Context: an optimization exercise on an open-source flow, tuned for small area, a short achievable clock period and few clock cycles per item. The choices shown serve that exercise and are no tape-out recipe. No run shown here included a check of the RTL's function; only the layout flow was run. Power is estimated from default activity; no workload was simulated.

$ cat flow/constraint.sdc
create_clock -name core_clock -period 5.0 [get_ports {clk}]
set_input_delay 1.0000 -clock core_clock [delete_from_list [all_inputs] [get_ports {clk}]]
set_output_delay 1.0000 -clock core_clock [all_outputs]
set_load 0.01 [all_outputs]
$ cat flow/design.v
module cws_bitenc (
    input  wire        clk,
    input  wire        rst,
    input  wire        cmd_valid,
    output wire        cmd_ready,
    input  wire [1:0]  cmd_hdr,
    input  wire [1:0]  cmd_crc,
    input  wire        cmd_fec,
    input  wire [12:0] cmd_len,
    input  wire [15:0] cmd_bseq,
    input  wire [31:0] cmd_user,
    input  wire        in_valid,
    output wire        in_ready,
    input  wire [7:0]  in_data,
    output wire        out_valid,
    input  wire        out_ready,
    output wire [15:0] out_data,
    output wire [4:0]  out_nbits,
    output wire        out_last
);
    reg        ph_idle, ph_data, ph_crc, ph_tail, ph_empty;
    reg        f_h1, f_h, f_pay;
    reg  [2:0] fcnt;           
    reg  [1:0] cnt;            
    reg        hlong, has_pay, ck16, ck32, fec;
    reg [47:0] hsr;            
    reg [31:0] crc;            
    reg  [5:0] enc;            
    reg [12:0] in_left;        
    reg        in_ready_r;
    reg  [7:0] cur;            
    reg        cur_v, cur_l;   
    reg  [7:0] q1_d;           
    reg        q1_v;
    reg [15:0] pk;             
    reg        pk_full, pk_half, pk_last;
    reg  [2:0] pk_nb;          
    reg [15:0] od;
    reg        ov, ol;
    reg  [2:0] onb;
    wire go = !pk_full && (ph_crc || ph_tail || ph_empty || (ph_data && cur_v));
    wire nocrc = !ck16 && !ck32;
    wire d_end = ph_data && cur_l;
    wire c_end = ph_crc && (ck32 ? (cnt == 2'd3) : (cnt == 2'd1));
    wire to_crc  = d_end && !nocrc;
    wire to_tail = ((d_end && nocrc) || c_end) && fec;
    wire is_last = ph_tail || ph_empty || (((d_end && nocrc) || c_end) && !fec);
    wire [7:0] ab = (cur & {8{ph_data}}) | ((crc[31:24] ^ {8{ck32}}) & {8{ph_crc}});
    function [15:0] crc16_byte(input [15:0] c, input [7:0] b);
        integer i;
        reg [15:0] r;
        begin
            r = c;
            for (i = 7; i >= 0; i = i - 1)
                r = {r[14:0], 1'b0} ^ ((r[15] ^ b[i]) ? 16'h1021 : 16'h0000);
            crc16_byte = r;
        end
    endfunction
    function [31:0] crc32_byte(input [31:0] c, input [7:0] b);
        integer i;
        reg [31:0] r;
        begin
            r = c;
            for (i = 0; i < 8; i = i + 1)
                r = {1'b0, r[31:1]} ^ ((r[0] ^ b[i]) ? 32'hEDB8_8320 : 32'h0000_0000);
            crc32_byte = r;
        end
    endfunction
    wire [31:0] c32n = crc32_byte(crc, cur);
    wire [15:0] c16n = crc16_byte(crc[31:16], cur);
    wire [31:0] crc_upd = {ck32 ? c32n[31:16] : c16n, c32n[15:0]};
    reg [15:0] fw;
    reg  [5:0] enc_n;
    always @* begin : conv
        integer i;
        reg [6:0] w;
        reg [5:0] s;
        s = enc;
        for (i = 0; i < 8; i = i + 1) begin
            w = {ab[7 - i], s};
            fw[2 * i]     = ^(w & 7'o171);
            fw[2 * i + 1] = ^(w & 7'o133);
            s = w[6:1];
        end
        enc_n = s;
    end
    wire [7:0] rb = {ab[0], ab[1], ab[2], ab[3], ab[4], ab[5], ab[6], ab[7]};
    wire        complete = fec || ph_tail || ph_empty || pk_half || is_last;
    wire [15:0] cb = fec     ? {fw[15:12] & {4{!ph_tail}}, fw[11:0]} :
                     pk_half ? {rb, pk[7:0]} : {8'h00, rb};
    wire [2:0]  cb_nb = fec      ? (ph_tail ? 3'b011 : 3'b100) :
                        pk_half  ? 3'b100 :
                        ph_empty ? 3'b000 : 3'b010;
    wire out_free = !ov || out_ready;
    wire pop    = go && ph_data;
    wire keep0  = cur_v && !pop;
    wire push   = in_valid && in_ready_r;
    wire accept = ph_idle && cmd_valid;
    wire left_z = (in_left == 13'd0);
    wire left_1 = (in_left == 13'd1);
    wire h_end  = (fcnt == (hlong ? 3'd7 : 3'd3));
    wire fetch_h1  = !keep0 && f_h1;
    wire fetch_h   = !keep0 && f_h;
    wire fetch_pay = !keep0 && f_pay;
    wire q1_v_n = fetch_pay ? (q1_v && push) : (q1_v || push);
    wire f_h1_n = accept ? (cmd_hdr != 2'd0) : (f_h1 && !fetch_h1);
    wire left_nz_n = accept ? (cmd_len != 13'd0) :
                     ph_idle ? 1'b0 :
                     push ? !left_1 : !left_z;
    assign cmd_ready = ph_idle;
    assign in_ready  = in_ready_r;
    assign out_valid = ov;
    assign out_data  = od;
    assign out_nbits = {onb, 2'b00};
    assign out_last  = ol;
    always @(posedge clk) begin
        if (ph_idle) begin
            hlong   <= (cmd_hdr == 2'd2);
            has_pay <= (cmd_len != 13'd0);
            ck16    <= (cmd_crc == 2'd1);
            ck32    <= (cmd_crc == 2'd2);
            fec     <= cmd_fec;
            hsr     <= {cmd_bseq, cmd_user};
            in_left <= cmd_len;
            crc     <= 32'hFFFF_FFFF;
            enc     <= 6'd0;
            fcnt    <= 3'd2;
            cur     <= {3'b000, cmd_len[12:8]};
            cur_l   <= 1'b0;
        end else begin
            if (push)
                in_left <= in_left - 13'd1;
            if (go) begin
                if (ph_data)
                    crc <= crc_upd;
                if (ph_crc)
                    crc <= {crc[23:0], 8'd0};
                enc <= enc_n;
            end
            if (fetch_h1) begin
                cur   <= in_left[7:0];
                cur_l <= 1'b0;
            end
            if (fetch_h) begin
                cur   <= hsr[47:40];
                cur_l <= h_end && !has_pay;
                hsr   <= {hsr[39:0], 8'd0};
                fcnt  <= fcnt + 3'd1;
            end
            if (fetch_pay) begin
                cur   <= q1_v ? q1_d : in_data;
                cur_l <= q1_v ? left_z : left_1;
            end
        end
        cnt <= ph_crc ? cnt + {1'b0, go} : 2'd0;
        if (!(q1_v && !fetch_pay))
            q1_d <= in_data;
        if (rst) begin
            ph_idle    <= 1'b1;
            ph_data    <= 1'b0;
            ph_crc     <= 1'b0;
            ph_tail    <= 1'b0;
            ph_empty   <= 1'b0;
            f_h1       <= 1'b0;
            f_h        <= 1'b0;
            f_pay      <= 1'b0;
            cur_v      <= 1'b0;
            q1_v       <= 1'b0;
            in_ready_r <= 1'b0;
        end else begin
            if (accept) begin
                ph_idle  <= 1'b0;
                ph_data  <= (cmd_hdr != 2'd0) || (cmd_len != 13'd0);
                ph_crc   <= (cmd_hdr == 2'd0) && (cmd_len == 13'd0) && (cmd_crc != 2'd0);
                ph_tail  <= (cmd_hdr == 2'd0) && (cmd_len == 13'd0) && (cmd_crc == 2'd0) && cmd_fec;
                ph_empty <= (cmd_hdr == 2'd0) && (cmd_len == 13'd0) && (cmd_crc == 2'd0) && !cmd_fec;
                f_pay    <= (cmd_hdr == 2'd0) && (cmd_len != 13'd0);
            end else if (go) begin
                ph_idle  <= is_last;
                ph_data  <= ph_data && !d_end;
                ph_crc   <= to_crc || (ph_crc && !c_end);
                ph_tail  <= to_tail;
                ph_empty <= 1'b0;
            end
            if (fetch_h && h_end)
                f_pay <= has_pay;
            if (fetch_pay && (q1_v ? left_z : (push && left_1)))
                f_pay <= 1'b0;
            f_h1 <= f_h1_n;
            if (fetch_h1)
                f_h <= 1'b1;
            if (fetch_h && h_end)
                f_h <= 1'b0;
            cur_v      <= accept ? (cmd_hdr != 2'd0) :
                          (keep0 || fetch_h1 || fetch_h || (fetch_pay && (q1_v || push)));
            q1_v       <= q1_v_n;
            in_ready_r <= left_nz_n && !q1_v_n && !f_h1_n;
        end
        if (go) begin
            pk      <= cb;
            pk_nb   <= cb_nb;
            pk_last <= is_last;
        end
        if (rst) begin
            pk_full <= 1'b0;
            pk_half <= 1'b0;
        end else begin
            if (go)
                pk_half <= !complete;
            if (go && complete && !out_free)
                pk_full <= 1'b1;
            else if (out_free)
                pk_full <= 1'b0;
        end
        if (out_free) begin
            od  <= pk_full ? pk      : cb;
            onb <= pk_full ? pk_nb   : cb_nb;
            ol  <= pk_full ? pk_last : is_last;
        end
        if (rst)
            ov <= 1'b0;
        else if (out_free)
            ov <= pk_full || (go && complete);
    end
endmodule
$ cat flow/run.sh
#!/bin/bash
# synth_recipe.tcl (not shown) runs the flow's synth.tcl, then flattens the netlist and writes it again
# the make line also repeats each setting of config.mk as NAME=value (left out here)
make -C /OpenROAD-flow-scripts/flow DESIGN_CONFIG=/design/flow/config.mk WORK_HOME=/design/flow/orfs CLKGATE_MAP_FILE= SYNTH_SCRIPT=/design/flow/synth_recipe.tcl finish
$ cat flow/config.mk
export PLATFORM = sky130hd
export DESIGN_NAME = cws_bitenc
export DESIGN_NICKNAME = cws_bitenc
export VERILOG_FILES = /design/flow/design.v
export SDC_FILE = /design/flow/constraint.sdc
export NUM_CORES = 4
export LEC_CHECK = 0
export CAP_MARGIN = 20
export CORE_MARGIN = 2
export CORE_UTILIZATION = 40
export PLACE_DENSITY = 0.6
export SETUP_SLACK_MARGIN = 2.8
export SLEW_MARGIN = 20
==> impl_metrics.tcl, run 1 <==
set metrics [dict create \
    outcome "finished clean" \
    cp.required_ns 5.19 \
    ys.warnings.count 1 \
    finalHoldViolCount 0 \
    drtPass1Iterations 5 \
    grt_pass1_vias 6936 \
    netlist_area_mm2 0.00978 \
    grt_usage_pct 19.0 \
    cts_root_buf "clkbuf_16" \
    min_path_type "flop to flop" \
    synth.avg_cell_area_um2 11.4 \
    yosysSeqAreaShare_pct 49.0 \
    coreArea_mm2 0.0242 \
    fin_nets 1069 \
    crit_chain "buf_6 -> xor2_2 -> a22oi_4 -> buf_12 -> xnor2_4 -> buf_4 -> xnor2_2 -> xnor2_1 -> a221o_1" \
    rows 57 \
    cp_slowest_cell "edfxtp_1" \
    hp-start "fcnt[1]" \
    drc 0 \
    worstSetupPathType "flop to flop" \
    netlist_instances 860 \
    drive_gt1_share_pct 21.4 \
    power_w 0.00544 \
    clk_pin_slew_ns 0.08 \
    yosysTopAreaCellShare_pct 36.5 \
    p_int_w 0.00359 \
    crit_path_max_incr_delay_ns 0.46 \
    wl_um 24200 \
    drv_slew 0 \
    grt_max_degree 64 \
    gr-total-overflow 0 \
    arrival_ns 2.44 \
    post-route-min-period_ns 2.25 \
    ys_top_cells_by_count "edfxtp_1, xnor2_1, nand2_1" \
    start_util_pct 40.5 \
    postRouteAntennaNets 0 \
    vdd_drop_max_mv 0.240 \
    cpLargestDelayFamily "compound AO/OA/AOI/OAI gates" \
    timing.final.crit_share_pct 45.0 \
    die_x_um 160 \
    synth_area_leaders "edfxtp_1, dfxtp_1, xnor2_1" \
    grt_pass1_wl_um 38500 \
    sequentialPowerShare_pct 38.6 \
    yosysMostFrequentCell "edfxtp_1" \
    synth_seq_cells 180 \
    h-tree-depth 4 \
    clock_sinks 180 \
    synth_edf_count 119 \
    r2r_start "ck32" \
    synth_ff_type "edfxtp_1" \
    cp-start-kind "flop" \
    finalSetupTns_ns 0 \
    cts_buffer_depth 2 \
    wl_per_cell_um 18.3 \
    slew_headroom_pct 50.8 \
    antenna_found_initial 1 \
    p_per_area_mw_per_mm2 438 \
    vias 7030 \
    gp_congestion 0.857 \
    worst_pin_slew_ns 0.737 \
    fmax_mhz 445 \
    endpoint_kind "flop" \
    areaGrowthSynthToFinish_pct 27.1 \
    synth.largest_area_cell "edfxtp_1" \
    cts_hold_buffers 0 \
    async_reset_ff_share_pct 0 \
    clk-insertion-delay-late_ns 0.44 \
    ys_types 69 \
    rsz0062_at_grt "true" \
    port_buffers 101 \
    maxCapViolations 0 \
    cts_buffers 17 \
    setup_viol 0 \
    die_h_um 160 \
    cts_tree "yes" \
    cp_max_fo 4 \
    io_pins 104 \
    power_frac_comb_pct 36.0 \
    drt_iter0_markers 435 \
    skew_ns 0.0132 \
    p_switching_w 0.00185 \
    leakagePower_nw 4.74 \
    critPathLaunch "ck32" \
    via_per_inst 5.31 \
    place_hpwl_um 15800 \
    swShare_pct 34.0 \
    path_buf_inv 3 \
    clockPowerShare_pct 25.4 \
    dieArea_mm2 0.0257 \
]
[registers in the layout, indices dropped and copies added, names as in the netlist, 3 cells and up]
signal	count
fcnt	3
pk	16
in_left	13
hsr	48
onb	3
enc	6
cur	8
pk_nb	3
crc	32
od	16
q1_d	8
[per-stage QoR]
stage	area (µm²)	utilization (%)	std cells	worst slack [ns]	hold slack [ns]
global route	12400	51.4	1323	2.67	0.524
detailed placement	11100	45.7	1243	2.14	0.468
floorplan	9800	-	861	2.84	0.445
global placement	11100	45.7	1243	2.17	0.455
CTS	12100	50.1	1315	2.65	0.484
finish	12400	51.4	1323	2.75	0.481
[cell type report]
class                      count  area (µm²)
fill                        2124       11700
clock inverter                15         179
timing repair buffer         155        1550
tap                          324         405
sequential                   180        4800
clock buffer                  17         425
antenna                        1        2.50
inverter                      13        50.0
multi-input combinational    618        5020
[kinds of logic after synthesis]
kind of cell | share of synthesized area [%]
buffers and inverters | 2.71
XOR/XNOR | 17.5
AO/OA/AOI/OAI | 14.0
other | 0.0383
AND/OR/NAND/NOR | 8.66
adder cells (fa/ha/maj) | 0.639
multiplexers | 7.48
flip-flops | 49.0
[worst min-delay path, stage by stage (launching register included)]
cell	delay (ns)
dfxtp_1	0.32
nand2_1	0.06
nand3_1	0.06
[cell usage in the layout, fill, tap and decap left out, types with 4 or more instances in the layout]
| cell type | n |
|---|---|
| edfxtp_1 | 119 |
| xnor2_1 | 79 |
| nand2_1 | 74 |
| clkdlybuf4s50_1 | 68 |
| dfxtp_1 | 57 |
| mux2_2 | 55 |
| nor2_1 | 51 |
| o21ai_0 | 46 |
| a21oi_1 | 45 |
| buf_4 | 39 |
| xor2_1 | 36 |
| dlygate4sd2_1 | 22 |
| clkbuf_16 | 17 |
| xnor2_4 | 15 |
| o21ai_1 | 13 |
| xnor2_2 | 11 |
| and2_1 | 11 |
| dlymetal6s2s_1 | 11 |
| inv_1 | 10 |
| o22ai_1 | 10 |
| a211oi_1 | 10 |
| nor3_1 | 9 |
| mux2i_1 | 9 |
| o211ai_1 | 8 |
| a221oi_1 | 8 |
| o31ai_1 | 7 |
| xor2_2 | 7 |
| nor4_1 | 6 |
| nand2b_1 | 6 |
| nor2b_1 | 6 |
| buf_6 | 6 |
| a22oi_4 | 5 |
| xnor3_1 | 5 |
| a221o_1 | 5 |
| ha_1 | 5 |
| inv_8 | 5 |
| buf_12 | 5 |
| or3_1 | 4 |
| o221ai_1 | 4 |
[worst paths after layout]
| path | depth (start not counted) | slack [ns] | to |
|---|---|---|---|
| setup reg to reg | 9 | 2.75 | od[10] |
| hold / removal | 2 | 0.48 | fcnt[1] |
| hold reg to reg | 2 | 0.48 | fcnt[1] |
| setup / recovery | 9 | 2.75 | od[10] |
[layer usage]
metal	vias to the layer above	global-route usage [%]	wire length (µm)
li1	3367	-	-
met1	3425	25.1	10800
met2	205	30.3	11300
met3	33	4.80	1420
met4	0	6.96	670
met5	-	0	0
[power groups by stage]
stage	Clock, W	Combinational (W)	Sequential (W)
floorplan	0	0.00132	0.00209
global placement	0	0.00171	0.00217
finish	0.00138	0.00196	0.00210
global route	0.00146	0.00211	0.00213
detailed placement	0	0.00173	0.00218
CTS	0.00140	0.00187	0.00210
[timing repair]
| item | CTS | global route |
|---|---|---|
| pin swaps | 16 | 14 |
| resized for setup | 45 | 47 |
| setup buffers | 39 | 7 |
| endpoints found under the setup margin | 213 | 60 |
| cloned | 1 | 0 |
==> run 2, diff against run 1 <==
--- a/flow/config.mk
+++ b/flow/config.mk
@@ -9,5 +9,5 @@
 export CORE_MARGIN = 2
 export CORE_UTILIZATION = 40
 export PLACE_DENSITY = 0.6
-export SETUP_SLACK_MARGIN = 2.8
+export SETUP_SLACK_MARGIN = 2.4
 export SLEW_MARGIN = 20
==> run 2 against run 1 <==
Critical path depth fell by 5. Register-to-register slack worse by 0.22 ns. Critical path type unchanged. Global-route usage is 1.1 points lower. Count of clock-buffer cells in the layout unchanged. Still clean on timing, DRC and antenna. Final cell count shrank 3.3%.
==> impl_metrics.tcl, run 2 <==
set metrics [dict create \
    async_reset_ff_share_pct 0 \
    synth.largest_area_cell "edfxtp_1" \
    die_h_um 160 \
    clock_sinks 180 \
    seq_area_mm2 0.00480 \
    vdd_drop_max_mv 0.225 \
    cts_tree "yes" \
    wl_per_cell_um 17.6 \
    outcome "finished clean" \
    synth_ff_type "edfxtp_1" \
    largest_register_ffs 48 \
    synth_seq_cells 180 \
    coreArea_mm2 0.0242 \
    die_x_um 160 \
    io_pins 104 \
    antenna_cells 0 \
    largest_registers "hsr x48, crc x32" \
    fillers 2213 \
    port_buffers 101 \
    gr-total-overflow 0 \
    synth.avg_cell_area_um2 11.4 \
    finalHoldViolCount 0 \
    grt_pass1_vias 6723 \
    yosysMostFrequentCell "edfxtp_1" \
    drc 0 \
    cts_hold_buffers 0 \
    ys.warnings.count 1 \
    cp-start-kind "flop" \
    layout_common_cells "edfxtp_1, clkdlybuf4s50_1, xnor2_1" \
    grt_max_degree 81 \
    multiInputGateArea_mm2 0.00474 \
    start_util_pct 40.5 \
    worst_pin_slew_ns 1.01 \
    yosysTopAreaCellShare_pct 36.5 \
    skew_ns 0.0102 \
    cp.required_ns 5.19 \
    final_common_cell "edfxtp_1" \
    cts_root_buf "clkbuf_16" \
    arrival_ns 2.65 \
    wl_um 22500 \
    vias 6789 \
    yosysSeqAreaShare_pct 49.0 \
    drt_iter0_markers 547 \
    rsz0062_at_grt "false" \
    regMostFlops "hsr" \
    finalSetupTns_ns 0 \
    synth_area_leaders "edfxtp_1, dfxtp_1, xnor2_1" \
    clk-insertion-delay-late_ns 0.43 \
    min_path_type "flop to flop" \
    gp_congestion 0.837 \
    dieArea_mm2 0.0257 \
    cts_buffer_depth 2 \
    leakagePower_nw 4.22 \
    cp_max_fo 19 \
    worstSetupPathType "flop to flop" \
    rows 57 \
    drtPass1Iterations 5 \
    place_hpwl_um 15900 \
    ys_top_cells_by_count "edfxtp_1, xnor2_1, nand2_1" \
    synth_edf_count 119 \
    drive_gt1_share_pct 14.7 \
    place_inst 1244 \
    postRouteAntennaNets 0 \
    clk_pin_slew_ns 0.08 \
    via_per_inst 5.30 \
    h-tree-depth 4 \
    fin_nets 1027 \
    grt_usage_pct 17.9 \
    setup_viol 0 \
    cts_buffers 17 \
    drv_slew 0 \
    grt_pass1_wl_um 36300 \
    stdcell_area_mm2 0.0117 \
    netlist_area_mm2 0.00978 \
    fmax_mhz 405 \
    maxCapViolations 0 \
    netlist_instances 860 \
    instances_no_fill 1280 \
    slew_headroom_pct 32.4 \
    endpoint_kind "flop" \
    timing.final.crit_share_pct 49.3 \
    ys_types 69 \
    areaGrowthSynthToFinish_pct 19.5 \
    p_per_area_mw_per_mm2 446 \
    antenna_found_initial 0 \
    postPlaceCellArea_mm2 0.0111 \
    post-route-min-period_ns 2.47 \
]
[run 2: cell counts after synthesis]
No cell type changed its count.
[run 2: path summary, 6_finish.rpt]
kind | depth (start not counted) | to | start | slack (ns)
max | 4 | od[9] | fec | 2.53
min reg2reg | 2 | fcnt[1] | fcnt[1] | 0.47
min | 2 | fcnt[1] | fcnt[1] | 0.47
max reg2reg | 4 | od[9] | fec | 2.53
[run 2: layer usage]
layer / global-route usage (%) / up-vias / routed length, µm
li1: - / 3280 / -
met1: 23.9 / 3289 / 10300
met2: 27.8 / 191 / 10200
met3: 5.48 / 29 / 1380
met4: 5.90 / 0 / 532
met5: 0 / - / 0
[run 2: final cells by class]
class,instances,area share (%)
sequential,180,41.1
multi-input combinational,618,40.6
timing repair buffer,113,9.47
clock buffer,17,3.64
tap,324,3.47
clock inverter,15,1.35
inverter,13,0.417
[run 2: power by group]
part	internal, W	total, W	switching, W
Combinational	0.000859	0.00176	0.000901
Clock	0.000669	0.00133	0.000664
Sequential	0.00192	0.00212	0.000199
Total	0.00344	0.00521	0.00176
[run 2: critical path, cell delays in order (launching register included)]
cell	delay, ns
edfxtp_1	0.77
inv_1	0.46
nand2_1	0.46
o22ai_1	0.20
mux2_1	0.33
[run 2: kinds of logic (layout without fill, tap and decap cells)]
family | after synthesis | in the layout | synth area share [%]
buffers and inverters | 63 | 158 | 2.71
AOI/OAI and AO/OA | 199 | 199 | 14.0
muxes | 66 | 66 | 7.48
DFF | 180 | 180 | 49.0
adders and majority gates | 5 | 5 | 0.639
xor gates and xnor gates | 156 | 156 | 17.5
and+or+nand+nor | 190 | 190 | 8.66
other | 1 | 2 | 0.0383
[run 2: timing repair]
item / CTS / global route
endpoints found under the setup margin: 51 / 30
resized for setup: 2 / 4
setup buffers: 4 / 0
[run 2: through the flow]
| step | setup WS (ns) | hold slack [ns] | power (W) | util [%] |
|---|---|---|---|---|
| after global placement | 2.15 | 0.456 | 0.00388 | 45.7 |
| after detailed placement | 2.11 | 0.461 | 0.00389 | 45.7 |
| after CTS | 2.51 | 0.475 | 0.00524 | 48.3 |
| after floorplan | 2.44 | 0.445 | 0.00341 | - |
| after global routing | 2.41 | 0.514 | 0.00550 | 48.3 |
| final | 2.53 | 0.472 | 0.00521 | 48.3 |
==> run 3, diff against run 2 <==
--- a/flow/config.mk
+++ b/flow/config.mk
@@ -9,5 +9,5 @@
 export CORE_MARGIN = 2
 export CORE_UTILIZATION = 40
 export PLACE_DENSITY = 0.6
-export SETUP_SLACK_MARGIN = 2.4
+export SETUP_SLACK_MARGIN = 3.1
 export SLEW_MARGIN = 20
==> run 3 against run 2 <==
Flip-flop and latch count did not move. Synthesized cell count unchanged. Hold slack better by 0.019 ns. Die area unchanged. Combinational power is 39% higher. Final cell count is 8.0% higher. Sequential power is essentially flat. Core utilization increased by 7.1 points. Critical endpoint is now od[15].
==> impl_metrics.tcl, run 3 <==
set metrics [dict create \
    outcome "finished clean" \
    ys.warnings.count 1 \
    start_util_pct 40.5 \
    dieArea_mm2 0.0257 \
    via_per_inst 5.27 \
    worstSetupEndpoint "od[15]" \
    fmax_mhz 433 \
    port_buffers 101 \
    synth_area_leaders "edfxtp_1, dfxtp_1, xnor2_1" \
    postPlaceCellArea_mm2 0.0111 \
    leakagePower_nw 5.11 \
    clk-insertion-delay-late_ns 0.44 \
    synth_seq_cells 180 \
    timing.rr.end "od[15]" \
    antenna_cells 0 \
    p_per_area_mw_per_mm2 437 \
    wl_per_cell_um 18.5 \
    cts_root_buf "clkbuf_16" \
    skew_ns 0.0147 \
    largest_registers "hsr x48, crc x32" \
    cts_tree "yes" \
    fin_nets 1129 \
    rows 57 \
    post-route-min-period_ns 2.31 \
    grt_pass1_wl_um 38800 \
    die_h_um 160 \
    areaGrowthSynthToFinish_pct 37.0 \
    slew_headroom_pct 60.1 \
    postRouteAntennaNets 0 \
    io_pins 104 \
    critPathLaunch "ck32" \
    timing.final.crit_share_pct 46.2 \
    coreArea_mm2 0.0242 \
    vias 7287 \
    r2r_slack_ns 2.69 \
    wl_um 25500 \
    drt_iter0_markers 487 \
    yosysTopAreaCellShare_pct 36.5 \
    grt_usage_pct 19.2 \
    yosysSeqAreaShare_pct 49.0 \
    gr-total-overflow 0 \
    clock_sinks 180 \
    netlist_area_mm2 0.00978 \
    async_reset_ff_share_pct 0 \
    ys_types 69 \
    stdcell_area_mm2 0.0134 \
    finalSetupTns_ns 0 \
    grt_max_degree 74 \
    place_hpwl_um 15800 \
    ys_top_cells_by_count "edfxtp_1, xnor2_1, nand2_1" \
    reg2reg_depth 7 \
    clk_pin_slew_ns 0.08 \
    drv_slew 0 \
    final_common_cell "edfxtp_1" \
    r2r_start "ck32" \
    power_w 0.00586 \
    vdd_drop_max_mv 0.205 \
    cp-start-kind "flop" \
    h-tree-depth 4 \
    drive_gt1_share_pct 33.8 \
    gp_congestion 0.817 \
    synth_ff_type "edfxtp_1" \
    rsz0062_at_grt "true" \
    worstSetupPathType "flop to flop" \
    finalHoldViolCount 0 \
    maxCapViolations 0 \
    cp_max_fo 7 \
    cp.required_ns 5.19 \
    regMostFlops "hsr" \
    drc 0 \
    cts_buffer_depth 2 \
    largest_register_ffs 48 \
    min_path_type "flop to flop" \
    synth.avg_cell_area_um2 11.4 \
    cts_buffers 17 \
    setup_viol 0 \
    worst_pin_slew_ns 0.594 \
    synth_edf_count 119 \
    die_x_um 160 \
    synth.largest_area_cell "edfxtp_1" \
    layout_common_cells "edfxtp_1, buf_4, nand2_1" \
    yosysMostFrequentCell "edfxtp_1" \
    arrival_ns 2.50 \
    endpoint_kind "flop" \
    netlist_instances 860 \
    grt_pass1_vias 7117 \
    drtPass1Iterations 6 \
    antenna_found_initial 1 \
]
## run 3: cell counts after synthesis
Identical to the previous run, type by type.
## run 3: per-layer routing
metal	track usage [%]	vias to the layer above	wire [µm]
li1	-	3484	-
met1	25.4	3568	11000
met2	30.8	200	12500
met3	4.83	33	1490
met4	6.18	2	543
met5	0	-	13
## run 3: layout make-up
type                    count  area (µm²)
fillers                  2027       10800
multi-input cells         619        5560
flip-flops and latches    180        4820
repair buffers            214        1990
clock buffers              17         425
well taps                 324         405
clock inverters            15         151
inverters                  13        57.6
## run 3: kinds of logic (layout without fill, tap and decap cells)
| family | Yosys count | in the layout | share of synthesized area (%) |
|---|---|---|---|
| compound gates | 199 | 199 | 14.0 |
| xor+xnor | 156 | 156 | 17.5 |
| fa+ha+maj | 5 | 5 | 0.639 |
| buf+inv | 63 | 259 | 2.71 |
| flops | 180 | 180 | 49.0 |
| mux | 66 | 66 | 7.48 |
| other cells | 1 | 2 | 0.0383 |
| simple gates | 190 | 191 | 8.66 |
## run 3: timing repair
| action | in CTS | in global routing |
|---|---|---|
| cloned | 1 | 0 |
| setup endpoints to repair | 244 | 195 |
| resized for setup | 194 | 97 |
| hold buffers | 0 | 0 |
| setup buffers | 58 | 48 |
| pin swaps | 36 | 53 |
## run 3: worst min-delay path by stage
stage	startpoint	endpoint	slack [ns]	depth (start not counted)
floorplan	fcnt[1]	fcnt[1]	0.44	2
global placement	fcnt[1]	fcnt[1]	0.46	2
detailed placement	fcnt[1]	fcnt[1]	0.47	2
CTS	fcnt[1]	fcnt[1]	0.49	2
global route	fcnt[1]	fcnt[1]	0.52	2
finish	fcnt[1]	fcnt[1]	0.49	2
## run 3: where the power goes
group	internal, W	switching [W]	total (W)
combinational	0.00125	0.00119	0.00244
clock	0.000668	0.000664	0.00133
sequential	0.00191	0.000172	0.00209
total	0.00383	0.00202	0.00586
## run 3: metrics by stage
stage               cells  utilization (%)  worst slack, ns  hold slack [ns]
floorplan             861                -             2.84            0.445
global placement     1243             46.1             2.26            0.456
detailed placement   1243             46.1             2.23            0.474
CTS                  1334             51.7             2.79            0.491
global route         1382             55.4             2.62            0.522
finish               1382             55.4             2.69            0.491
## run 3: worst max-delay path, cell delays in order, from the launching register on
cell,delay [ns]
edfxtp_1,0.44
buf_8,0.19
xor2_1,0.15
a22oi_2,0.24
xnor3_1,0.43
xor2_1,0.24
o22ai_2,0.10
mux2_2,0.27

afterwards: timing with drivers on the ports:
The results above use ideal ports. As a check the final layouts listed here were re-extracted and re-timed, cells and wires unchanged. Step 1 sets driving cells, clkbuf_16 on the clock port and buf_2 on the other inputs (assumed; they add their load-dependent delay and slew). Step 2 moves the port delays by t, midway between the first and last clock arrival at a register: inputs arrive t later, outputs are due t later. That takes back most of the time a late clock gives input paths. Slacks: ideal / step 1 / step 2; pairs: ideal / step 1.
run	t, ns	setup WS [ns]	worst data-port slew with drivers (ns)	cell pins on the clock port's net
run 1	0.477	2.752 / 2.752 / 2.477	0.06	1
run 2	0.474	2.533 / 2.533 / 2.126	0.06	1
run 3	0.477	2.692 / 2.692 / 2.685	0.05	1
After both steps every run listed still meets setup and hold. The setup slack of run 2, which loses most, moves by 0.000 ns with the drivers and by -0.407 ns with both steps.
